This is an optimization exercise on Yosys and OpenROAD, whose aim is small area, a short achievable clock period and few clock cycles, not a production implementation.
Function was checked by simulation only, so behaviour that the tests miss may differ from the original.

==> flow/design.v <==
module aes_sbox (
    input  wire [7:0] a,
    output reg  [7:0] s
);
  always @(*) begin
    case (a)
      8'h00: s = 8'h63; 8'h01: s = 8'h7c; 8'h02: s = 8'h77; 8'h03: s = 8'h7b;
      8'h04: s = 8'hf2; 8'h05: s = 8'h6b; 8'h06: s = 8'h6f; 8'h07: s = 8'hc5;
      8'h08: s = 8'h30; 8'h09: s = 8'h01; 8'h0a: s = 8'h67; 8'h0b: s = 8'h2b;
      8'h0c: s = 8'hfe; 8'h0d: s = 8'hd7; 8'h0e: s = 8'hab; 8'h0f: s = 8'h76;
      8'h10: s = 8'hca; 8'h11: s = 8'h82; 8'h12: s = 8'hc9; 8'h13: s = 8'h7d;
      8'h14: s = 8'hfa; 8'h15: s = 8'h59; 8'h16: s = 8'h47; 8'h17: s = 8'hf0;
      8'h18: s = 8'had; 8'h19: s = 8'hd4; 8'h1a: s = 8'ha2; 8'h1b: s = 8'haf;
      8'h1c: s = 8'h9c; 8'h1d: s = 8'ha4; 8'h1e: s = 8'h72; 8'h1f: s = 8'hc0;
      8'h20: s = 8'hb7; 8'h21: s = 8'hfd; 8'h22: s = 8'h93; 8'h23: s = 8'h26;
      8'h24: s = 8'h36; 8'h25: s = 8'h3f; 8'h26: s = 8'hf7; 8'h27: s = 8'hcc;
      8'h28: s = 8'h34; 8'h29: s = 8'ha5; 8'h2a: s = 8'he5; 8'h2b: s = 8'hf1;
      8'h2c: s = 8'h71; 8'h2d: s = 8'hd8; 8'h2e: s = 8'h31; 8'h2f: s = 8'h15;
      8'h30: s = 8'h04; 8'h31: s = 8'hc7; 8'h32: s = 8'h23; 8'h33: s = 8'hc3;
      8'h34: s = 8'h18; 8'h35: s = 8'h96; 8'h36: s = 8'h05; 8'h37: s = 8'h9a;
      8'h38: s = 8'h07; 8'h39: s = 8'h12; 8'h3a: s = 8'h80; 8'h3b: s = 8'he2;
      8'h3c: s = 8'heb; 8'h3d: s = 8'h27; 8'h3e: s = 8'hb2; 8'h3f: s = 8'h75;
      8'h40: s = 8'h09; 8'h41: s = 8'h83; 8'h42: s = 8'h2c; 8'h43: s = 8'h1a;
      8'h44: s = 8'h1b; 8'h45: s = 8'h6e; 8'h46: s = 8'h5a; 8'h47: s = 8'ha0;
      8'h48: s = 8'h52; 8'h49: s = 8'h3b; 8'h4a: s = 8'hd6; 8'h4b: s = 8'hb3;
      8'h4c: s = 8'h29; 8'h4d: s = 8'he3; 8'h4e: s = 8'h2f; 8'h4f: s = 8'h84;
      8'h50: s = 8'h53; 8'h51: s = 8'hd1; 8'h52: s = 8'h00; 8'h53: s = 8'hed;
      8'h54: s = 8'h20; 8'h55: s = 8'hfc; 8'h56: s = 8'hb1; 8'h57: s = 8'h5b;
      8'h58: s = 8'h6a; 8'h59: s = 8'hcb; 8'h5a: s = 8'hbe; 8'h5b: s = 8'h39;
      8'h5c: s = 8'h4a; 8'h5d: s = 8'h4c; 8'h5e: s = 8'h58; 8'h5f: s = 8'hcf;
      8'h60: s = 8'hd0; 8'h61: s = 8'hef; 8'h62: s = 8'haa; 8'h63: s = 8'hfb;
      8'h64: s = 8'h43; 8'h65: s = 8'h4d; 8'h66: s = 8'h33; 8'h67: s = 8'h85;
      8'h68: s = 8'h45; 8'h69: s = 8'hf9; 8'h6a: s = 8'h02; 8'h6b: s = 8'h7f;
      8'h6c: s = 8'h50; 8'h6d: s = 8'h3c; 8'h6e: s = 8'h9f; 8'h6f: s = 8'ha8;
      8'h70: s = 8'h51; 8'h71: s = 8'ha3; 8'h72: s = 8'h40; 8'h73: s = 8'h8f;
      8'h74: s = 8'h92; 8'h75: s = 8'h9d; 8'h76: s = 8'h38; 8'h77: s = 8'hf5;
      8'h78: s = 8'hbc; 8'h79: s = 8'hb6; 8'h7a: s = 8'hda; 8'h7b: s = 8'h21;
      8'h7c: s = 8'h10; 8'h7d: s = 8'hff; 8'h7e: s = 8'hf3; 8'h7f: s = 8'hd2;
      8'h80: s = 8'hcd; 8'h81: s = 8'h0c; 8'h82: s = 8'h13; 8'h83: s = 8'hec;
      8'h84: s = 8'h5f; 8'h85: s = 8'h97; 8'h86: s = 8'h44; 8'h87: s = 8'h17;
      8'h88: s = 8'hc4; 8'h89: s = 8'ha7; 8'h8a: s = 8'h7e; 8'h8b: s = 8'h3d;
      8'h8c: s = 8'h64; 8'h8d: s = 8'h5d; 8'h8e: s = 8'h19; 8'h8f: s = 8'h73;
      8'h90: s = 8'h60; 8'h91: s = 8'h81; 8'h92: s = 8'h4f; 8'h93: s = 8'hdc;
      8'h94: s = 8'h22; 8'h95: s = 8'h2a; 8'h96: s = 8'h90; 8'h97: s = 8'h88;
      8'h98: s = 8'h46; 8'h99: s = 8'hee; 8'h9a: s = 8'hb8; 8'h9b: s = 8'h14;
      8'h9c: s = 8'hde; 8'h9d: s = 8'h5e; 8'h9e: s = 8'h0b; 8'h9f: s = 8'hdb;
      8'ha0: s = 8'he0; 8'ha1: s = 8'h32; 8'ha2: s = 8'h3a; 8'ha3: s = 8'h0a;
      8'ha4: s = 8'h49; 8'ha5: s = 8'h06; 8'ha6: s = 8'h24; 8'ha7: s = 8'h5c;
      8'ha8: s = 8'hc2; 8'ha9: s = 8'hd3; 8'haa: s = 8'hac; 8'hab: s = 8'h62;
      8'hac: s = 8'h91; 8'had: s = 8'h95; 8'hae: s = 8'he4; 8'haf: s = 8'h79;
      8'hb0: s = 8'he7; 8'hb1: s = 8'hc8; 8'hb2: s = 8'h37; 8'hb3: s = 8'h6d;
      8'hb4: s = 8'h8d; 8'hb5: s = 8'hd5; 8'hb6: s = 8'h4e; 8'hb7: s = 8'ha9;
      8'hb8: s = 8'h6c; 8'hb9: s = 8'h56; 8'hba: s = 8'hf4; 8'hbb: s = 8'hea;
      8'hbc: s = 8'h65; 8'hbd: s = 8'h7a; 8'hbe: s = 8'hae; 8'hbf: s = 8'h08;
      8'hc0: s = 8'hba; 8'hc1: s = 8'h78; 8'hc2: s = 8'h25; 8'hc3: s = 8'h2e;
      8'hc4: s = 8'h1c; 8'hc5: s = 8'ha6; 8'hc6: s = 8'hb4; 8'hc7: s = 8'hc6;
      8'hc8: s = 8'he8; 8'hc9: s = 8'hdd; 8'hca: s = 8'h74; 8'hcb: s = 8'h1f;
      8'hcc: s = 8'h4b; 8'hcd: s = 8'hbd; 8'hce: s = 8'h8b; 8'hcf: s = 8'h8a;
      8'hd0: s = 8'h70; 8'hd1: s = 8'h3e; 8'hd2: s = 8'hb5; 8'hd3: s = 8'h66;
      8'hd4: s = 8'h48; 8'hd5: s = 8'h03; 8'hd6: s = 8'hf6; 8'hd7: s = 8'h0e;
      8'hd8: s = 8'h61; 8'hd9: s = 8'h35; 8'hda: s = 8'h57; 8'hdb: s = 8'hb9;
      8'hdc: s = 8'h86; 8'hdd: s = 8'hc1; 8'hde: s = 8'h1d; 8'hdf: s = 8'h9e;
      8'he0: s = 8'he1; 8'he1: s = 8'hf8; 8'he2: s = 8'h98; 8'he3: s = 8'h11;
      8'he4: s = 8'h69; 8'he5: s = 8'hd9; 8'he6: s = 8'h8e; 8'he7: s = 8'h94;
      8'he8: s = 8'h9b; 8'he9: s = 8'h1e; 8'hea: s = 8'h87; 8'heb: s = 8'he9;
      8'hec: s = 8'hce; 8'hed: s = 8'h55; 8'hee: s = 8'h28; 8'hef: s = 8'hdf;
      8'hf0: s = 8'h8c; 8'hf1: s = 8'ha1; 8'hf2: s = 8'h89; 8'hf3: s = 8'h0d;
      8'hf4: s = 8'hbf; 8'hf5: s = 8'he6; 8'hf6: s = 8'h42; 8'hf7: s = 8'h68;
      8'hf8: s = 8'h41; 8'hf9: s = 8'h99; 8'hfa: s = 8'h2d; 8'hfb: s = 8'h0f;
      8'hfc: s = 8'hb0; 8'hfd: s = 8'h54; 8'hfe: s = 8'hbb; 8'hff: s = 8'h16;
      default: s = 8'h00;
    endcase
  end
endmodule
module aes256_core (
    input  wire         clk,
    input  wire         rst_n,      
    input  wire         start,      
    input  wire [255:0] key,
    input  wire [127:0] block_in,
    output wire         ready,
    output reg          done,       
    output wire [127:0] block_out
);
  reg [127:0] state;
  reg [255:0] kreg;       
  reg [3:0]   round;      
  reg [7:0]   rcon;
  reg         busy;
  assign ready     = !busy;
  assign block_out = state;
  wire [127:0] sb;        
  genvar i;
  generate
    for (i = 0; i < 16; i = i + 1) begin : g_sb
      aes_sbox u_sbox (.a(state[127-8*i -: 8]), .s(sb[127-8*i -: 8]));
    end
  endgenerate
  wire [127:0] sr;
  generate
    for (i = 0; i < 16; i = i + 1) begin : g_sr
      localparam integer R = i % 4;
      localparam integer C = i / 4;
      localparam integer SRC = 4 * ((C + R) % 4) + R;
      assign sr[127-8*i -: 8] = sb[127-8*SRC -: 8];
    end
  endgenerate
  function [7:0] xtime(input [7:0] b);
    xtime = {b[6:0], 1'b0} ^ (b[7] ? 8'h1b : 8'h00);
  endfunction
  function [31:0] mix_column(input [31:0] col);
    reg [7:0] a0, a1, a2, a3;
    begin
      a0 = col[31:24]; a1 = col[23:16]; a2 = col[15:8]; a3 = col[7:0];
      mix_column[31:24] = xtime(a0) ^ (xtime(a1) ^ a1) ^ a2 ^ a3;
      mix_column[23:16] = a0 ^ xtime(a1) ^ (xtime(a2) ^ a2) ^ a3;
      mix_column[15:8]  = a0 ^ a1 ^ xtime(a2) ^ (xtime(a3) ^ a3);
      mix_column[7:0]   = (xtime(a0) ^ a0) ^ a1 ^ a2 ^ xtime(a3);
    end
  endfunction
  wire [127:0] mc = {mix_column(sr[127:96]), mix_column(sr[95:64]),
                     mix_column(sr[63:32]),  mix_column(sr[31:0])};
  wire [127:0] rkey = kreg[127:0];            
  wire         last = (round == 4'd14);
  wire [127:0] next_state = (last ? sr : mc) ^ rkey;
  wire [31:0] w_prev3 = kreg[31:0];           
  wire [31:0] ksub;
  generate
    for (i = 0; i < 4; i = i + 1) begin : g_ks
      aes_sbox u_sbox (.a(w_prev3[31-8*i -: 8]), .s(ksub[31-8*i -: 8]));
    end
  endgenerate
  wire [31:0] kt = round[0] ? ({ksub[23:0], ksub[31:24]} ^ {rcon, 24'h0})
                            : ksub;
  wire [31:0] n0 = kreg[255:224] ^ kt;
  wire [31:0] n1 = kreg[223:192] ^ n0;
  wire [31:0] n2 = kreg[191:160] ^ n1;
  wire [31:0] n3 = kreg[159:128] ^ n2;
  always @(posedge clk) begin
    if (!rst_n) begin
      busy  <= 1'b0;
      done  <= 1'b0;
      round <= 4'd0;
      rcon  <= 8'h01;
    end else begin
      done <= 1'b0;
      if (busy) begin
        state <= next_state;
        kreg  <= {kreg[127:0], n0, n1, n2, n3};
        if (round[0])
          rcon <= xtime(rcon);
        if (last) begin
          busy <= 1'b0;
          done <= 1'b1;
        end else begin
          round <= round + 4'd1;
        end
      end else if (start) begin
        state <= block_in ^ key[255:128];    
        kreg  <= key;
        round <= 4'd1;
        rcon  <= 8'h01;
        busy  <= 1'b1;
      end
    end
  end
endmodule
==> flow/run.sh <==
#!/bin/bash
# synth_recipe.tcl (not shown) runs the flow's synth.tcl, then flattens the netlist and writes it again
# the make line also repeats each setting of config.mk as NAME=value (left out here)
make -C /OpenROAD-flow-scripts/flow DESIGN_CONFIG=/design/flow/config.mk WORK_HOME=/design/flow/orfs CLKGATE_MAP_FILE= SYNTH_SCRIPT=/design/flow/synth_recipe.tcl finish
==> flow/config.mk <==
export PLATFORM = sky130hd
export DESIGN_NAME = aes256_core
export DESIGN_NICKNAME = aes256_core
export VERILOG_FILES = /design/flow/design.v
export SDC_FILE = /design/flow/constraint.sdc
export NUM_CORES = 8
export LEC_CHECK = 0
export CAP_MARGIN = 20
export CORE_MARGIN = 2
export CORE_UTILIZATION = 25
export PLACE_DENSITY = 0.45
export SLEW_MARGIN = 20
==> flow/constraint.sdc <==
create_clock -name core_clock -period 8.0 [get_ports {clk}]
set_input_delay 1.6000 -clock core_clock [delete_from_list [all_inputs] [get_ports {clk}]]
set_output_delay 1.6000 -clock core_clock [all_outputs]
set_load 0.01 [all_outputs]
==> impl_metrics.csv <==
group,metric,value,unit
sta,fmax,0.148,GHz
drt,drt_iter0_drc,23697,
die,coreArea,0.385,mm2
clock_network,cts_buffer_depth,3,
place,port_buffers,516,
sta,rsz0062_at_grt,"no",
critical_path,critPathTopFamily,"compound AO/OA/AOI/OAI gates",
sta,tightest_slew,1290,ps
drt,drc_errors,0,
clock_network,htreeDepth,3,
yosys,netlist_area,0.0966,mm2
place,placed_cells,18824,
clock_network,cts_tree,"yes",
yosys,synthFlopType,"edfxtp_1",
finish,area_growth,14.7,%
drt,viasPerCell,6.70,
yosys,syn_nets,14691,
sta,min_period_over_period,84.4,%
hold_path,hold_start,"kreg[79]",
critical_path,arrival,7430,ps
drt,dr_total_vias,127250,
finish,layout_commonest_cell,"nand2_1",
die,die_w,626,um
critical_path,reg2reg_from,"round[0]",
die,start_util,25.1,%
sta,final-setup-viol-count,0,
grt,grt_max_degree,100,
grt,grt_pass1_wl,968,mm
grt,antenna_found_initial,31,
die,die_h,626,um
yosys,ys_ff_latch,558,
finish,layout_common_cells,"nand2_1, nor2_1, o21ai_0",
critical_path,crit_buf_inv,2,
critical_path,worst_setup_path_start_kind,"register",
grt,grt_pass1_vias,117366,
clock_network,cts_setup_buffers,0,
sta,clock_skew,102,ps
critical_path,path_cells,"inv_1, ha_1, nand3_4, mux2i_1, xor2_1, a21o_1, buf_4, ha_1, o21ai_1, o21ai_0, a2111oi_0, a32oi_1, a31oi_1, or3_1",
yosys,syn_avg_cell_area,6.88,um2
flow_run,cap_violations,0,
yosys,synth-edff-count,384,
yosys,synthArstFlopShare,0,%
critical_path,critPathRequiredTime,8680,ps
sta,setup-tns-final,0,ps
clock_network,ctsHoldBuffers,0,
sta,period_minus_slack,6750,ps
clock_network,cts_root_buffer,"clkbuf_16",
critical_path,path_class,"register to register",
die,rows,228,
clock_network,numClockSinks,558,
finish,num-fill-cells,42779,
drt,ant_nets,0,
critical_path,worst_path_max_delay_cell,"mux2i_1",
die,num_io_pins,517,
place,dpl_worst_slack,1340,ps
hold_path,hold_class,"register to register",
clock_network,clk_pin_slew,60,ps
die,dieArea,0.392,mm2
sta,slew_headroom,11.7,%
yosys,ys_types,121,
run_status,status,"timing/DRC/antenna clean",
clock_network,cts_resized,0,
critical_path,end_kind,"register",
finish,instances_no_fill,18991,
yosys,ys_warn_count,2,
drt,drt-total-wl,704,mm
sta,setup_ws,1250,ps
sta,slew_viol_final,0,
place,place_congestion,1.07,
drt,drt_pass1_iterations,7,
critical_path,crit_start,"round[0]",
place,dpl.hpwl,529,mm
finish,drive_gt1_share,9.39,%
sta,hold_violations,0,
grt,grt.total_usage,34.1,%
sta,hold_ws,566,ps
critical_path,cp_max_fo,30,
yosys,ys_seq_area_share,15.5,%
clock_network,cts_made_buffers,83,
critical_path,critical_path.max_stage_delay,1050,ps
grt,grt.overflow.total,0,
critical_path,crit_top_cell,"ha_1",
clock_network,insertion_delay,810,ps
finish,layout.nets,14499,
yosys,syn_inst,14042,
drt,wl_per_cell,37.1,um
final timing paths:
kind | end | slack, ps | cells past startpoint
hold / removal | kreg[207] | 570 | 1
hold reg to reg | kreg[207] | 570 | 1
setup reg to reg | g_sb[1].u_sbox.s[4] | 1250 | 14
setup / recovery | g_sb[1].u_sbox.s[4] | 1250 | 14
Yosys cell counts (75+ instances only):
master     number  area, um2
xnor3_1       123       2770
clkbuf_1      825       3100
a31oi_1       353       2210
a211oi_1      343       2570
nand2_1      1562       5860
o311ai_0      183       1600
o31ai_1        75        563
nand2b_1       76        475
mux2_2        184       2070
a21oi_1      1369       6850
or3_1          78        488
nor3_1        484       2420
a221oi_1      212       1860
o2111ai_1      96        841
and2_1         78        488
a311oi_1      185       1620
buf_1         165        619
dfxtp_1       174       3480
and3_1         89        557
xor2_1        259       2270
ha_1          262       3280
inv_1          90        338
o211ai_1      321       2410
nand3_1       473       2370
nand4_1        82        513
edfxtp_1      384      11500
mux2i_1       118       1180
o22ai_1       194       1210
nor2_1       1496       5620
xnor2_1       427       3740
a2111oi_0      90        788
o21ai_0      1412       7070
o221ai_1      161       1410
buf_2         453       2270
metrics by stage:
stage                     util (%)  area, um2
after detailed placement      28.0     108000
after global routing          28.8     111000
after CTS                     28.8     111000
after floorplan                  -      96600
final                         28.8     111000
after global placement        28.0     108000
layout make-up:
type                            instances  area, um2  area share, %
Clock buffer                          103       2180           1.97
Antenna cell                           13       32.5         0.0294
Multi-Input combinational cell      11850      75400           68.1
Tap cell                             5060       6330           5.71
Inverter                              123        478          0.431
Timing Repair Buffer                 1234      10800           9.72
Clock inverter                         50        549          0.496
Sequential cell                       558      15000           13.6
flip-flops by register name, indices dropped and copies added (netlist names):
register and count:
kreg 256, g_sb.u_sbox.s 128, state 128, g_ks.u_sbox.s 32, rcon 8, round 4
busy 1, done 1
worst reg2reg max path, stage by stage, from the launching register on:
cell and delay [ps]:
dfxtp_4 680, inv_1 160, ha_1 380, nand3_4 550, mux2i_1 1060, xor2_1 250, a21o_1 270, buf_4 400
ha_1 570, o21ai_1 720, o21ai_0 450, a2111oi_0 670, a32oi_1 160, a31oi_1 160, or3_1 150
cells by family after synthesis:
family                     synth area share, %
DFF                                       15.5
adders and majority gates                 3.40
and+or+nand+nor                           21.4
buffers and inverters                     7.24
xor gates and xnor gates                  9.86
muxes                                     3.61
AOI/OAI and AO/OA                         39.0
layer usage:
layer / wire, um / GRT usage, % / vias to the layer above
met2: 299000 / 51.4 / 10437
met3: 75800 / 7.52 / 2315
met1: 257000 / 41.4 / 61324
met5: 138 / 0 / -
li1: - / - / 53152
met4: 72600 / 28.0 / 22
Testbench counts, summed over its fixed seeds: cycles 19,200.

## what the ideal ports hide
No port has a modelled driver above. Below, the same layout with a new extraction and two added sets of constraints. Step 1 (the two cells are an assumption about what drives the block):
set clk [get_ports {clk}]
set_driving_cell -lib_cell sky130_fd_sc_hd__clkbuf_16 $clk
set_driving_cell -lib_cell sky130_fd_sc_hd__buf_2 [delete_from_list [all_inputs] $clk]
Step 2 also shifts input and output timing later by t, the mid clock arrival at the registers, as if the neighbouring blocks saw the same clock. Slacks: ideal / step 1 / step 2; pairs: ideal / step 1.
t, ns: 0.871
setup slack, ns: 1.246 / 1.246 / 1.073
worst setup path after step 2: input to register
clock arrival spread, ns: 0.102 / 0.102
After both steps setup and hold are still met in this run. The setup slack of this run moves by 0.000 ns with the drivers and by -0.173 ns with both steps.
